Source: an optimization exercise on an open RTL-to-GDS flow (aim: small area). Production flows keep margins and buffers that such runs may drop.
Only simulation tests tie the RTL to the original design; equivalence was not proved.

`design/flow/config.mk`:
```
export PLATFORM = sky130hd
export DESIGN_NAME = acq_decim
export DESIGN_NICKNAME = acq_decim
export VERILOG_FILES = /design/flow/design.v
export SDC_FILE = /design/flow/constraint.sdc
export NUM_CORES = 4
export LEC_CHECK = 0
export CAP_MARGIN = 20
export CORE_MARGIN = 2
export CORE_UTILIZATION = 40
export SLEW_MARGIN = 20
```
`design/flow/constraint.sdc`:
```
create_clock -name core_clock -period 50.0 [get_ports {clk}]
set_input_delay 10.0000 -clock core_clock [delete_from_list [all_inputs] [get_ports {clk}]]
set_output_delay 10.0000 -clock core_clock [all_outputs]
set_load 0.01 [all_outputs]
```
`design/flow/design.v`:
```
module acq_decim (
    input  wire        clk,
    input  wire        rst,         
    input  wire        md,          
    output reg         out_valid,   
    output reg  [27:0] out_data,    
    output reg         out_ovr      
);
    localparam integer CW = 36;     
    localparam integer AW = 52;     
    localparam integer NS = 19;     
    reg  [CW-1:0] integ1, integ2, integ3, integ4, integ5;
    wire [CW-1:0] s1 = integ1 + {{(CW-1){~md}}, 1'b1};
    wire [CW-1:0] s2 = integ2 + s1;
    wire [CW-1:0] s3 = integ3 + s2;
    wire [CW-1:0] s4 = integ4 + s3;
    wire [CW-1:0] s5 = integ5 + s4;
    always @(posedge clk) begin
        if (rst) begin
            integ1 <= 0; integ2 <= 0; integ3 <= 0; integ4 <= 0; integ5 <= 0;
        end else begin
            integ1 <= s1; integ2 <= s2; integ3 <= s3; integ4 <= s4; integ5 <= s5;
        end
    end
    reg [6:0] phase;
    reg       ticked;      
    reg       first;       
    reg [2:0] p;           
    reg [4:0] rel;         
    wire tick    = (phase == 7'd124);
    wire cstep   = tick | (ticked & (phase < 7'd4));
    wire rstep   = ticked & (phase == 7'd4);
    wire win     = ticked & (phase >= 7'd5) & (phase <= 7'd118);
    reg [2:0] vis;         
    always @* begin
        if (phase < 7'd24)       vis = 3'd0;
        else if (phase < 7'd43)  vis = 3'd1;
        else if (phase < 7'd62)  vis = 3'd2;
        else if (phase < 7'd81)  vis = 3'd3;
        else if (phase < 7'd100) vis = 3'd4;
        else                     vis = 3'd5;
    end
    always @(posedge clk) begin
        if (rst) begin
            phase  <= 0;
            ticked <= 1'b0;
            first  <= 1'b1;
            p      <= 0;
            rel    <= 0;
        end else begin
            phase <= tick ? 7'd0 : phase + 7'd1;
            if (tick) begin
                ticked <= 1'b1;
                p      <= (!ticked || p == 3'd4) ? 3'd0 : p + 3'd1;
            end
            if (ticked && phase == 7'd118)
                first <= 1'b0;
            if (!(tick && ticked && p == 3'd4))
                rel <= (rel == NS - 1) ? 5'd0 : rel + 5'd1;
        end
    end
    reg  [CW-1:0] zr0, zr1, zr2, zr3, zr4;    
    reg  [CW-1:0] v;                          
    wire [CW-1:0] ca  = tick ? s5 : v;
    wire [CW-1:0] cb  = rstep ? {{(CW-8){1'b1}}, 7'd0, ~v[9]}
                              : (first ? {CW{1'b0}} : zr4);
    wire [CW-1:0] cd  = ca - cb;
    always @(posedge clk) begin
        zr0 <= cstep ? ca : zr4;
        zr1 <= zr0;
        zr2 <= zr1;
        zr3 <= zr2;
        zr4 <= zr3;
        if (cstep | rstep)
            v <= cd;
    end
    wire signed [26:0] r = v[CW-1:9];
    wire [6:0] ci = {rel, 2'b00} + {2'b00, rel} + 7'd4 - {4'd0, p};
    function [23:0] coef_of;
        input [6:0] idx;
        begin
            case (idx)
            7'd0: coef_of = -24'sd1;
            7'd1: coef_of = -24'sd4;
            7'd2: coef_of = -24'sd14;
            7'd3: coef_of = -24'sd36;
            7'd4: coef_of = -24'sd69;
            7'd5: coef_of = -24'sd96;
            7'd6: coef_of = -24'sd67;
            7'd7: coef_of =  24'sd96;
            7'd8: coef_of =  24'sd464;
            7'd9: coef_of =  24'sd1027;
            7'd10: coef_of =  24'sd1588;
            7'd11: coef_of =  24'sd1708;
            7'd12: coef_of =  24'sd778;
            7'd13: coef_of = -24'sd1704;
            7'd14: coef_of = -24'sd5665;
            7'd15: coef_of = -24'sd9997;
            7'd16: coef_of = -24'sd12405;
            7'd17: coef_of = -24'sd9929;
            7'd18: coef_of = -24'sd247;
            7'd19: coef_of =  24'sd16504;
            7'd20: coef_of =  24'sd36222;
            7'd21: coef_of =  24'sd50693;
            7'd22: coef_of =  24'sd49669;
            7'd23: coef_of =  24'sd25140;
            7'd24: coef_of = -24'sd23447;
            7'd25: coef_of = -24'sd85388;
            7'd26: coef_of = -24'sd138937;
            7'd27: coef_of = -24'sd157033;
            7'd28: coef_of = -24'sd117742;
            7'd29: coef_of = -24'sd16015;
            7'd30: coef_of =  24'sd128420;
            7'd31: coef_of =  24'sd271808;
            7'd32: coef_of =  24'sd357746;
            7'd33: coef_of =  24'sd336769;
            7'd34: coef_of =  24'sd187525;
            7'd35: coef_of = -24'sd68978;
            7'd36: coef_of = -24'sd368911;
            7'd37: coef_of = -24'sd620823;
            7'd38: coef_of = -24'sd732090;
            7'd39: coef_of = -24'sd637331;
            7'd40: coef_of = -24'sd318406;
            7'd41: coef_of =  24'sd191047;
            7'd42: coef_of =  24'sd817211;
            7'd43: coef_of =  24'sd1468057;
            7'd44: coef_of =  24'sd2056396;
            7'd45: coef_of =  24'sd2515604;
            7'd46: coef_of =  24'sd2804349;
            7'd47: coef_of =  24'sd2902489;
            7'd48: coef_of =  24'sd2804349;
            7'd49: coef_of =  24'sd2515604;
            7'd50: coef_of =  24'sd2056396;
            7'd51: coef_of =  24'sd1468057;
            7'd52: coef_of =  24'sd817211;
            7'd53: coef_of =  24'sd191047;
            7'd54: coef_of = -24'sd318406;
            7'd55: coef_of = -24'sd637331;
            7'd56: coef_of = -24'sd732090;
            7'd57: coef_of = -24'sd620823;
            7'd58: coef_of = -24'sd368911;
            7'd59: coef_of = -24'sd68978;
            7'd60: coef_of =  24'sd187525;
            7'd61: coef_of =  24'sd336769;
            7'd62: coef_of =  24'sd357746;
            7'd63: coef_of =  24'sd271808;
            7'd64: coef_of =  24'sd128420;
            7'd65: coef_of = -24'sd16015;
            7'd66: coef_of = -24'sd117742;
            7'd67: coef_of = -24'sd157033;
            7'd68: coef_of = -24'sd138937;
            7'd69: coef_of = -24'sd85388;
            7'd70: coef_of = -24'sd23447;
            7'd71: coef_of =  24'sd25140;
            7'd72: coef_of =  24'sd49669;
            7'd73: coef_of =  24'sd50693;
            7'd74: coef_of =  24'sd36222;
            7'd75: coef_of =  24'sd16504;
            7'd76: coef_of = -24'sd247;
            7'd77: coef_of = -24'sd9929;
            7'd78: coef_of = -24'sd12405;
            7'd79: coef_of = -24'sd9997;
            7'd80: coef_of = -24'sd5665;
            7'd81: coef_of = -24'sd1704;
            7'd82: coef_of =  24'sd778;
            7'd83: coef_of =  24'sd1708;
            7'd84: coef_of =  24'sd1588;
            7'd85: coef_of =  24'sd1027;
            7'd86: coef_of =  24'sd464;
            7'd87: coef_of =  24'sd96;
            7'd88: coef_of = -24'sd67;
            7'd89: coef_of = -24'sd96;
            7'd90: coef_of = -24'sd69;
            7'd91: coef_of = -24'sd36;
            7'd92: coef_of = -24'sd14;
            7'd93: coef_of = -24'sd4;
            7'd94: coef_of = -24'sd1;
            default: coef_of = 24'sd0;
            endcase
        end
    endfunction
    wire [23:0] cf  = coef_of(ci);
    wire [24:0] cfx = {cf, 1'b0};
    wire [4:0]  bw  = cfx[{vis, 2'b00} +: 5];    
    function [27:0] booth;
        input [2:0]  d;
        input [26:0] x;
        begin
            case (d)
                3'b001, 3'b010: booth = {x[26], x};
                3'b011:         booth = {x, 1'b0};
                3'b100:         booth = -{x, 1'b0};
                3'b101, 3'b110: booth = -{x[26], x};
                default:        booth = 28'd0;
            endcase
        end
    endfunction
    wire [27:0] t_lo = win ? booth(bw[2:0], r) : 28'd0;
    wire [27:0] t_hi = win ? booth(bw[4:2], r) : 28'd0;
    wire [AW-1:0] e_lo = {{(AW-28){t_lo[27]}}, t_lo};
    wire [AW-1:0] e_hi = {{(AW-28){t_hi[27]}}, t_hi};
    reg  [AW-1:0] F [0:NS-1];
    wire zero_old = win && vis == 3'd0 && (first || ci == 7'd94);
    wire [AW-1:0] old = zero_old ? {AW{1'b0}} : F[NS-1];
    wire [AW-1:0] acc = old + (e_lo << {vis, 2'b00}) + (e_hi << {vis, 2'b10});
    integer j;
    always @(posedge clk) begin
        F[0] <= acc;
        for (j = 1; j < NS; j = j + 1)
            F[j] <= F[j-1];
    end
    always @(posedge clk) begin
        if (rst)
            out_valid <= 1'b0;
        else
            out_valid <= win && vis == 3'd5 && rel == 5'd0 && p == 3'd4;
    end
    wire [AW-1:0] fa = F[0];
    wire          fup = fa[22] & ((|fa[21:0]) | fa[23]);
    wire signed [28:0] frnd = fa[AW-1:23] + {28'd0, fup};
    localparam signed [27:0] OVR_THR = 28'sd114085069;
    reg signed [27:0] fout;
    always @* begin
        if (frnd > 29'sd134217727)
            fout = 28'sh7ffffff;
        else if (frnd < -29'sd134217728)
            fout = 28'sh8000000;
        else
            fout = frnd[27:0];
        out_data = fout;
        out_ovr  = (fout >= OVR_THR) || (fout <= -OVR_THR);
    end
endmodule
```
`design/flow/run.sh`:
```
#!/bin/bash
# synth_recipe.tcl (not shown) runs the flow's synth.tcl, then flattens the netlist and writes it again
# the make line also repeats each setting of config.mk as NAME=value (left out here)
make -C /OpenROAD-flow-scripts/flow DESIGN_CONFIG=/design/flow/config.mk WORK_HOME=/design/flow/orfs CLKGATE_MAP_FILE= SYNTH_SCRIPT=/design/flow/synth_recipe.tcl finish
```
==> impl_metrics.toml, run 1 <==
[yosys]
seq_area_frac_synth_pct = 52.5
async_flop_share_pct = 0
synth_cell_types = 99
syn_area_sq_um = 54200
synth_ff_type = "dfxtp_1"
ys_warn_count = 2
syn_nets = 5660
yosys.area.top_type_share_pct = 50.5
synthCells = 5297
yosysTopAreaCell = "dfxtp_1"
synth_edf_count = 36
synth_area_leaders = "dfxtp_1, ha_1, xnor2_1, a21oi_1, nor2_1"
synth-seq-cells = 1402
syn_area_per_cell_sq_um = 10.2

[floorplanning]
start_util_pct = 40.1
die_x_um = 372
pin_count = 33
coreArea_sq_um = 135000
die_area_sq_um = 138000
num_rows = 135
die_h_um = 372

[clock_tree]
clock_latency_ns = 0.78
cts_tree = "built"
cts_hold_buf = 0
htreeDepth = 4
post_cts_buffers = 0
cts_made_buffers = 137
cts_root_buf = "clkbuf_16"
clk_pin_slew_worst_paths_ns = 0.06
clock_path_buffers = 3
cts.sinks = 1402
cts_resized = 0

[timing]
fin_setup_tns_ns = 0
hold_violations = 0
rsz0062_at_grt = "false"
worst_slew_pin_slew_ns = 1.05
min_period_over_period_pct = 42.6
clock.fmax_mhz = 46.9
worst_clock_skew_ns = 0.0463
setup_slack_ns = 28.70
finalSetupViolations = 0
slew_headroom_pct = 30.2
maxSlewViolCount = 0
finalCriticalPeriod_ns = 21.30

[detailed_routing]
drt-total-wl_um = 123000
drt_iter0_drc = 2273
vias = 37372
wl_per_cell_um = 17.0
dr_wl_met3_um = 5770
drt-met1-wl_um = 56800
drt.antenna.violating_nets = 0
drc = 0
firstDrtPassIters = 7
routed.top_layer = "met4"
wl_met2_um = 55300
viasPerCell = 5.20

[finish]
area_growth_pct = 12.9
drive_above_1_share_pct = 7.08
antenna_cells = 0
layout.nets = 5662
layout_common_cells = "dfxtp_1, nor2_1, nand2_1"
final_common_cell = "dfxtp_1"

[grt]
overflow = 0
grt_pass1_wl_um = 196000
grt_max_degree = 96
grt_antenna_before_repair = 1
grt_pass1_vias = 36372
grt_util_all_layers_pct = 17.7

[critical_path]
crit_top_cell = "a21o_1"
cp-start-kind = "input pin"
cp-end-kind = "register"
slowest_delay_ns = 0.73
worstSetupPathType = "in2reg"
cp_slowest_cell = "a2111oi_0"
worstPathArrival_ns = 21.80
critPathMaxFanout = 34
critPathRequiredTime_ns = 50.50

[min_path]
hp-class = "reg2reg"

[placement]
preCtsSetupSlack_ns = 27.93
hpwl_um = 86300
gp_congestion = 0.943
io_buffers = 32

[job]
cap_violations = 0

[outcome]
status = "timing/DRC/antenna clean"
sequential cells by signal, indices dropped and copies added, names as in the netlist:
signal and count:
p 3, integ1 36, integ5 36, out_valid 1
v 36, integ4 36, zr0 36, integ2 36
zr4 36, zr2 36, ticked 1, integ3 36
rel 5, zr1 36, first 1, phase 7
F 988, zr3 36
synthesized netlist by cell type (22+ instances only):
cell type	n
fa_1	58
nor2b_1	191
nor2_1	382
and3_1	47
mux2_2	30
nor3_1	67
nor4_1	23
xor2_1	92
a22oi_1	22
a211oi_1	38
mux2i_1	42
and2_1	45
o22ai_1	24
dfxtp_1	1366
buf_2	34
clkbuf_1	161
nand2_1	380
a221oi_1	30
a221o_1	23
a21o_1	144
o21a_1	40
a21oi_1	363
nand4_1	31
a31oi_1	52
inv_1	195
o21bai_1	45
ha_1	302
xnor2_1	222
nand2b_1	57
nand3_1	105
edfxtp_1	36
o21ai_0	240
o211ai_1	56
layer usage:
layer	GRT usage, %	vias to the layer above
met5	0	-
met3	2.64	285
met2	28.2	972
met4	7.87	0
li1	-	18553
met1	23.7	17562
area by class of cell:
| class | instances | area [sq um] |
|---|---|---|
| sequential | 1402 | 28400 |
| inverter | 196 | 736 |
| multi-input combinational | 3482 | 24300 |
| clock inverter | 60 | 866 |
| timing repair buffer | 80 | 682 |
| tap | 1781 | 2230 |
| clock buffer | 190 | 3970 |
| fill | 12594 | 73800 |
worst paths after layout:
check                           start  cells after the start          endpoint  slack (ns)
setup / recovery                   md                     55   v[35]$_DFFE_PP_       28.70
hold / removal        zr2[17]$_DFF_P_                      0   zr3[17]$_DFF_P_        0.30
setup reg to reg  rel[0]$_SDFFE_PP0N_                     38  F[0][50]$_DFF_P_       37.04
hold reg to reg       zr2[17]$_DFF_P_                      0   zr3[17]$_DFF_P_        0.30
kinds of logic after synthesis:
group | after synthesis | share of synthesized area [%]
simple gates | 1414 | 12.6
flops | 1402 | 52.5
compound gates | 1312 | 15.9
buf+inv | 413 | 2.96
fa+ha+maj | 361 | 9.14
xor+xnor | 317 | 5.20
mux | 78 | 1.65
critical path, delay by kind of cell:
family / cells / cell delay (ns)
XOR/XNOR: 6 / 1.08
adder cells (fa/ha/maj): 6 / 2.07
buffers and inverters: 3 / 0.93
AO/OA/AOI/OAI: 25 / 5.47
AND/OR/NAND/NOR: 15 / 2.24
through the flow:
| step | instances | utilization, % | cell area (sq um) | hold slack [ns] |
|---|---|---|---|---|
| floorplan | 5297 | - | 54200 | 0.310 |
| global placement | 6941 | 41.7 | 56300 | 0.310 |
| detailed placement | 6941 | 41.7 | 56300 | 0.312 |
| CTS | 7191 | 45.3 | 61200 | 0.309 |
| global route | 7191 | 45.3 | 61200 | 0.320 |
| finish | 7191 | 45.3 | 61200 | 0.304 |
==> inputs of run 2 (changes only) <==
--- a/design/flow/design.v
+++ b/design/flow/design.v
@@ -1 +1,17 @@
+module acq_decim_rca #(parameter integer W = 8) (
+    input  wire [W-1:0] a,
+    input  wire [W-1:0] b,
+    input  wire         ci,
+    output wire [W-1:0] s
+);
+    wire [W:0] c;
+    assign c[0] = ci;
+    genvar k;
+    generate
+        for (k = 0; k < W; k = k + 1) begin : g
+            assign s[k]   = a[k] ^ b[k] ^ c[k];
+            assign c[k+1] = (a[k] & b[k]) | (a[k] & c[k]) | (b[k] & c[k]);
+        end
+    endgenerate
+endmodule
 module acq_decim (
@@ -12,7 +28,8 @@
     reg  [CW-1:0] integ1, integ2, integ3, integ4, integ5;
-    wire [CW-1:0] s1 = integ1 + {{(CW-1){~md}}, 1'b1};
-    wire [CW-1:0] s2 = integ2 + s1;
-    wire [CW-1:0] s3 = integ3 + s2;
-    wire [CW-1:0] s4 = integ4 + s3;
-    wire [CW-1:0] s5 = integ5 + s4;
+    wire [CW-1:0] s1, s2, s3, s4, s5;
+    acq_decim_rca #(CW) u_i1 (.a(integ1), .b({{(CW-1){~md}}, 1'b1}), .ci(1'b0), .s(s1));
+    acq_decim_rca #(CW) u_i2 (.a(integ2), .b(s1), .ci(1'b0), .s(s2));
+    acq_decim_rca #(CW) u_i3 (.a(integ3), .b(s2), .ci(1'b0), .s(s3));
+    acq_decim_rca #(CW) u_i4 (.a(integ4), .b(s3), .ci(1'b0), .s(s4));
+    acq_decim_rca #(CW) u_i5 (.a(integ5), .b(s4), .ci(1'b0), .s(s5));
     always @(posedge clk) begin
@@ -66,3 +83,4 @@
                               : (first ? {CW{1'b0}} : zr4);
-    wire [CW-1:0] cd  = ca - cb;
+    wire [CW-1:0] cd;
+    acq_decim_rca #(CW) u_c (.a(ca), .b(~cb), .ci(1'b1), .s(cd));
     always @(posedge clk) begin
@@ -76,3 +94,3 @@
     end
-    wire signed [26:0] r = v[CW-1:9];
+    wire [26:0] r = v[CW-1:9];
     wire [6:0] ci = {rel, 2'b00} + {2'b00, rel} + 7'd4 - {4'd0, p};
@@ -183,24 +201,26 @@
     wire [24:0] cfx = {cf, 1'b0};
-    wire [4:0]  bw  = cfx[{vis, 2'b00} +: 5];    
-    function [27:0] booth;
-        input [2:0]  d;
-        input [26:0] x;
-        begin
-            case (d)
-                3'b001, 3'b010: booth = {x[26], x};
-                3'b011:         booth = {x, 1'b0};
-                3'b100:         booth = -{x, 1'b0};
-                3'b101, 3'b110: booth = -{x[26], x};
-                default:        booth = 28'd0;
-            endcase
-        end
-    endfunction
-    wire [27:0] t_lo = win ? booth(bw[2:0], r) : 28'd0;
-    wire [27:0] t_hi = win ? booth(bw[4:2], r) : 28'd0;
-    wire [AW-1:0] e_lo = {{(AW-28){t_lo[27]}}, t_lo};
-    wire [AW-1:0] e_hi = {{(AW-28){t_hi[27]}}, t_hi};
+    wire [4:0]  bw  = win ? cfx[{vis, 2'b00} +: 5] : 5'd0;    
+    wire one_lo = bw[0] ^ bw[1];
+    wire two_lo = (bw[2] & ~bw[1] & ~bw[0]) | (~bw[2] & bw[1] & bw[0]);
+    wire neg_lo = bw[2] & ~(bw[1] & bw[0]);
+    wire one_hi = bw[2] ^ bw[3];
+    wire two_hi = (bw[4] & ~bw[3] & ~bw[2]) | (~bw[4] & bw[3] & bw[2]);
+    wire neg_hi = bw[4] & ~(bw[3] & bw[2]);
+    wire [27:0] rx = {r[26], r};
+    wire [27:0] m_lo = ({28{one_lo}} & rx) | ({28{two_lo}} & {rx[26:0], 1'b0});
+    wire [27:0] m_hi = ({28{one_hi}} & rx) | ({28{two_hi}} & {rx[26:0], 1'b0});
+    wire [AW-1:0] e_lo = {{(AW-28){m_lo[27]}}, m_lo};
+    wire [AW-1:0] e_hi = {{(AW-28){m_hi[27]}}, m_hi};
     reg  [AW-1:0] F [0:NS-1];
+    wire [AW-1:0] head = F[NS-1];
     wire zero_old = win && vis == 3'd0 && (first || ci == 7'd94);
-    wire [AW-1:0] old = zero_old ? {AW{1'b0}} : F[NS-1];
-    wire [AW-1:0] acc = old + (e_lo << {vis, 2'b00}) + (e_hi << {vis, 2'b10});
+    wire fin      = win && vis == 3'd5 && rel == 5'd0 && p == 3'd4;
+    wire fin_up   = fin & head[22] & ((|head[21:0]) | head[23]);
+    wire [AW-1:0] op_o = zero_old ? {AW{1'b0}} : head;
+    wire [AW-1:0] op_a = (e_lo << {vis, 2'b00}) ^ {AW{neg_lo}};
+    wire [AW-1:0] op_b = ((e_hi << {vis, 2'b10}) ^ {AW{neg_hi}}) | {{(AW-24){1'b0}}, fin_up, 23'd0};
+    wire [AW-1:0] cs_s = op_o ^ op_a ^ op_b;
+    wire [AW-1:0] cs_c = (op_o & op_a) | (op_o & op_b) | (op_a & op_b);
+    wire [AW-1:0] acc;
+    acq_decim_rca #(AW) u_f (.a(cs_s), .b({cs_c[AW-2:0], neg_lo}), .ci(neg_hi), .s(acc));
     integer j;
@@ -215,18 +235,11 @@
         else
-            out_valid <= win && vis == 3'd5 && rel == 5'd0 && p == 3'd4;
-    end
-    wire [AW-1:0] fa = F[0];
-    wire          fup = fa[22] & ((|fa[21:0]) | fa[23]);
-    wire signed [28:0] frnd = fa[AW-1:23] + {28'd0, fup};
-    localparam signed [27:0] OVR_THR = 28'sd114085069;
-    reg signed [27:0] fout;
+            out_valid <= fin;
+    end
+    wire [28:0] frnd = F[0][AW-1:23];
+    wire        sat  = frnd[28] ^ frnd[27];
+    localparam [27:0] OVR_POS = 28'd114085069;
+    localparam [27:0] OVR_NEG = 28'd154350387;    
     always @* begin
-        if (frnd > 29'sd134217727)
-            fout = 28'sh7ffffff;
-        else if (frnd < -29'sd134217728)
-            fout = 28'sh8000000;
-        else
-            fout = frnd[27:0];
-        out_data = fout;
-        out_ovr  = (fout >= OVR_THR) || (fout <= -OVR_THR);
+        out_data = sat ? {frnd[28], {27{~frnd[28]}}} : frnd[27:0];
+        out_ovr  = sat | (frnd[27] ? (frnd[27:0] <= OVR_NEG) : (frnd[27:0] >= OVR_POS));
     end
==> impl_metrics.toml, run 2 <==
[yosys]
synth_ff_type = "dfxtp_1"
seq_area_frac_synth_pct = 61.5
yosys.area.top_type_share_pct = 59.1
synth_adder_area_share_pct = 14.6
ys_warn_count = 2
synth-seq-cells = 1402
synth-compound-area-share_pct = 9.31
synthCells = 3621
async_flop_share_pct = 0
yosysTopAreaCell = "dfxtp_1"
synth_area_leaders = "dfxtp_1, fa_1, edfxtp_1, xnor2_1, a21oi_1"
synth_edf_count = 36
synth_cell_types = 87
syn_area_sq_um = 46200
synth_mux_area_share_pct = 1.83
synthSimpleGateAreaFrac_pct = 7.01
synth_xor_area_share_pct = 2.46
synth_top_family_by_area = "adder cells"
syn_area_per_cell_sq_um = 12.8
synthTopCellsByCount = "dfxtp_1, fa_1, nand2_1"
synth_most_common_cell = "dfxtp_1"
syn_nets = 3978

[grt]
grt_pass1_vias = 25148
overflow = 0
grt_antenna_before_repair = 3
grt_util_all_layers_pct = 15.4
grt_pass1_wl_um = 144000
grt_max_degree = 105

[clock_tree]
cts_root_buf = "clkbuf_16"
htreeDepth = 3
clock_latency_ns = 0.71
cts.sinks = 1402
cts_resized = 0
post_cts_buffers = 0
cts_hold_buf = 0
cts_made_buffers = 121
clk_pin_slew_worst_paths_ns = 0.06
cts_tree = "built"
clock_path_buffers = 3

[timing]
hold_violations = 0
rsz0062_at_grt = "false"
fin_setup_tns_ns = 0
finalSetupViolations = 0
finalCriticalPeriod_ns = 28.78
slew_headroom_pct = 30.8
fin_hold_ws_ns = 0.285
maxSlewViolCount = 0
min_period_over_period_pct = 57.6
clock.fmax_mhz = 34.8
worst_clock_skew_ns = 0.0683
worst_slew_pin_slew_ns = 1.03

[floorplanning]
pin_count = 33
die_x_um = 344
start_util_pct = 40.4
coreArea_sq_um = 115000
num_rows = 124
die_h_um = 344
die_area_sq_um = 118000

[detailed_routing]
drc = 0
drt_iter0_drc = 1971
viasPerCell = 4.82
drt.antenna.violating_nets = 0
firstDrtPassIters = 6
drt-total-wl_um = 90300
vias = 25181
wl_per_cell_um = 17.3

[finish]
regMostFlops = "F"
area_growth_pct = 12.5
final_util_pct = 45.4
drive_above_1_share_pct = 8.50
layout_common_cells = "dfxtp_1, fa_1, nand2_1"
postLayoutCellArea_sq_um = 52000
final_common_cell = "dfxtp_1"
fillers = 10316
layout.nets = 3964
largest_reg_flops = 988

[critical_path]
rr_startpoint = "rel[0]$_SDFFE_PP0N_"
cp.depth = 45
worstPathArrival_ns = 29.21
slowest_delay_ns = 0.56
r2r_cells = 79
critPathRequiredTime_ns = 50.43
cp-end-kind = "register"
critPathTopFamily = "adder cells"
ff2ff_setup_slack_ns = 26.39
cp-start-kind = "input pin"
r2r_end = "F[0][51]$_DFF_P_"
cp_slowest_cell = "fa_1"
cp_num_buf_inv = 4
critPathMaxFanout = 34
crit_top_cell = "fa_1"
worstSetupPathType = "in2reg"

[placement]
gp_congestion = 0.905
io_buffers = 32
placed_area_sq_um = 47900
hpwl_um = 59800

[outcome]
status = "timing/DRC/antenna clean"

[job]
cap_violations = 0

[min_path]
whs_path_depth = 0
hp-class = "reg2reg"
hold_end = "zr2[24]$_DFF_P_"
hold_start = "zr1[24]$_DFF_P_"
-- run 2: how the worst max path moves through the flow --
stage | startpoint | end
after floorplan | md | v[35]$_DFFE_PP_
after global placement | md | v[35]$_DFFE_PP_
after detailed placement | md | v[35]$_DFFE_PP_
after CTS | md | v[35]$_DFFE_PP_
after global routing | md | v[35]$_DFFE_PP_
final | md | v[35]$_DFFE_PP_
-- run 2: cells by family (layout without fill, tap and decap cells) --
| logic type | Yosys count | after routing |
|---|---|---|
| xor gates and xnor gates | 129 | 129 |
| AOI/OAI and AO/OA | 626 | 626 |
| muxes | 70 | 70 |
| buffers and inverters | 368 | 453 |
| DFF | 1402 | 1402 |
| adders and majority gates | 354 | 354 |
| other | 0 | 3 |
| and+or+nand+nor | 672 | 672 |
-- run 2: worst register-to-register path, delay by kind of cell (launching register included) --
kind | cells | cell delay, ns
xor gates and xnor gates | 5 | 0.84
and+or+nand+nor | 4 | 1.89
buffers and inverters | 8 | 1.24
DFF | 1 | 0.40
adders and majority gates | 55 | 17.23
AOI/OAI and AO/OA | 7 | 1.95
-- run 2: cell type report --
cell class	instances	area [sq um]	share of cell area, %
sequential	1402	28400	54.6
multi-input combinational	1851	16400	31.5
clock buffer	175	3560	6.85
tap	1512	1890	3.64
timing repair buffer	70	611	1.17
inverter	161	604	1.16
clock inverter	47	539	1.04
antenna	3	7.51	0.0144
-- run 2: through the flow --
step           std cells  setup WS, ns
3_3_place_gp        4996         20.44
2_1_floorplan       3621         20.74
3_5_place_dp        4996         20.31
5_1_grt             5218         20.31
6_report            5221         21.22
4_1_cts             5218         21.03
-- run 2: per-layer routing --
| layer | track usage (%) | part of all wire (%) | up-vias |
|---|---|---|---|
| li1 | - | - | 12063 |
| met1 | 23.3 | 49 | 12309 |
| met2 | 22.4 | 43 | 632 |
| met3 | 2.52 | 4.9 | 177 |
| met4 | 5.15 | 2.9 | 0 |
| met5 | 0 | 0 | - |
==> inputs of run 3 (changes only) <==
--- a/design/flow/config.mk
+++ b/design/flow/config.mk
@@ -9,3 +9,4 @@
 export CORE_MARGIN = 2
-export CORE_UTILIZATION = 40
+export CORE_UTILIZATION = 65
+export CTS_BUF_LIST = sky130_fd_sc_hd__clkbuf_4 sky130_fd_sc_hd__clkbuf_8
 export SLEW_MARGIN = 20
==> impl_metrics.toml, run 3 <==
[outcome]
status = "timing/DRC/antenna clean"

[timing]
rsz0062_at_grt = "false"
slew_headroom_pct = 21.5
fin_setup_tns_ns = 0
min_period_over_period_pct = 58.5
hold_violations = 0
maxSlewViolCount = 0
fin_hold_ws_ns = 0.263
clock.fmax_mhz = 34.2
finalSetupViolations = 0
worst_slew_pin_slew_ns = 1.17
worst_clock_skew_ns = 0.106
finalCriticalPeriod_ns = 29.26

[detailed_routing]
vias = 27470
wl_per_cell_um = 23.8
viasPerCell = 5.74
drt_iter0_drc = 2751
drt-total-wl_um = 114000
drt.antenna.violating_nets = 0
firstDrtPassIters = 8
drc = 0

[clock_tree]
cts.sinks = 1402
htreeDepth = 4
clock_path_buffers = 3
clock_latency_ns = 0.90
cts_tree = "built"
cts_made_buffers = 191
cts_resized = 0
cts_hold_buf = 0
post_cts_buffers = 0
clk_pin_slew_worst_paths_ns = 0.06
cts_root_buf = "clkbuf_8"

[finish]
layout_common_cells = "dfxtp_1, fa_1, clkbuf_8"
final_common_cell = "dfxtp_1"
regMostFlops = "F"
area_growth_pct = 12.0
layout.nets = 4044
drive_above_1_share_pct = 12.6
largest_reg_flops = 988

[critical_path]
critPathTopFamily = "adder cells"
worstSetupPathType = "in2reg"
critPathMaxFanout = 34
crit_top_cell = "fa_1"
cp_num_buf_inv = 4
cp-start-kind = "input pin"
worstPathArrival_ns = 29.84
cp-end-kind = "register"
slowest_delay_ns = 0.75
cp_slowest_cell = "fa_1"
critPathRequiredTime_ns = 50.58

[grt]
grt_util_all_layers_pct = 31.8
overflow = 0
grt_antenna_before_repair = 1
grt_pass1_vias = 29521
grt_max_degree = 112
grt_pass1_wl_um = 177000

[floorplanning]
die_x_um = 271
pin_count = 33
coreArea_sq_um = 70300
start_util_pct = 65.8
die_h_um = 271
num_rows = 97
die_area_sq_um = 73300

[yosys]
synth_edf_count = 36
yosys.area.top_type_share_pct = 59.1
yosysTopAreaCell = "dfxtp_1"
syn_area_per_cell_sq_um = 12.8
synthCells = 3621
synth_ff_type = "dfxtp_1"
synth_cell_types = 87
syn_area_sq_um = 46200
synth_area_leaders = "dfxtp_1, fa_1, edfxtp_1, xnor2_1, a21oi_1"
syn_nets = 3978
ys_warn_count = 2
seq_area_frac_synth_pct = 61.5
synth-seq-cells = 1402
synthTopCellsByCount = "dfxtp_1, fa_1, nand2_1"
synth_most_common_cell = "dfxtp_1"
async_flop_share_pct = 0

[placement]
gp_congestion = 0.914
hpwl_um = 69900
io_buffers = 32

[job]
cap_violations = 0

[min_path]
hp-class = "reg2reg"
==> run 3: path summary, 6_finish.rpt <==
path                      endpoint                 from  depth (start not counted)  slack, ns
hold / removal    F[9][51]$_DFF_P_     F[8][51]$_DFF_P_                          0       0.26
setup / recovery   v[35]$_DFFE_PP_                   md                         46      20.74
hold reg to reg   F[9][51]$_DFF_P_     F[8][51]$_DFF_P_                          0       0.26
setup reg to reg  F[0][51]$_DFF_P_  rel[0]$_SDFFE_PP0N_                         80      25.71
==> run 3: kinds of logic after synthesis <==
| family | synth area share [%] |
|---|---|
| multiplexers | 1.83 |
| AO/OA/AOI/OAI | 9.31 |
| buffers and inverters | 3.36 |
| XOR/XNOR | 2.46 |
| flip-flops | 61.5 |
| adder cells (fa/ha/maj) | 14.6 |
| AND/OR/NAND/NOR | 7.01 |
==> run 3: metal layers <==
metal / routed length (um) / global-route usage [%] / vias to the layer above / part of all wire (%)
met5: 0 / 0 / - / 0
met4: 5370 / 15.2 / 0 / 4.7
met3: 7740 / 6.20 / 312 / 6.8
met2: 53700 / 50.6 / 1174 / 47
met1: 46800 / 42.3 / 13766 / 41
li1: - / - / 12218 / -
==> run 3: stage by stage <==
step / utilization, % / setup WS, ns / area, sq um / instances
finish: 73.7 / 20.74 / 51800 / 4782
global route: 73.7 / 19.97 / 51800 / 4782
CTS: 73.7 / 20.79 / 51800 / 4779
detailed placement: 67.2 / 20.04 / 47300 / 4432
global placement: 67.2 / 20.30 / 47300 / 4432
floorplan: - / 20.74 / 46200 / 3621
==> run 3: layout make-up <==
cell class / instances / area (sq um)
inverter: 161 / 606
tap: 940 / 1180
clock buffer: 294 / 3700
sequential: 1402 / 28400
multi-input combinational: 1851 / 16400
timing repair buffer: 80 / 702
antenna: 1 / 2.50
clock inverter: 53 / 811
fill: 3931 / 18500
==> run 3: worst reg2reg max path, delay by kind of cell (launching register included) <==
family,cells,cell delay [ns]
simple gates,3,1.12
flops,1,0.41
buf+inv,10,1.64
compound gates,6,1.87
fa+ha+maj,56,18.37
xor+xnor,5,0.84

[re-timing with driven ports]
How much do the figures lean on ideal ports? The routed layouts below were timed once more, with nothing changed but the port constraints. Step 1, drivers: a clkbuf_16 drives clk and a buf_2 each remaining input, both assumed. Step 2 times the ports against the registers' clock, not the clock port: input delays grow and output delays shrink by t, the midpoint of the rising clock arrivals with the driver on. Slacks: no drivers / after step 1 / after step 2; pairs: no drivers / after step 1.
run	shift t [ns]	setup slack, ns	clock arrival spread, ns
run 1	0.831	28.696 / 28.750 / 27.919	0.052 / 0.052
run 2	0.747	21.224 / 21.277 / 20.530	0.069 / 0.068
run 3	0.910	20.737 / 20.767 / 19.857	0.108 / 0.108
After both steps setup and hold are still met in every run listed. For run 3, which loses most, drivers alone change the setup slack by +0.030 ns; drivers and shift together by -0.880 ns.
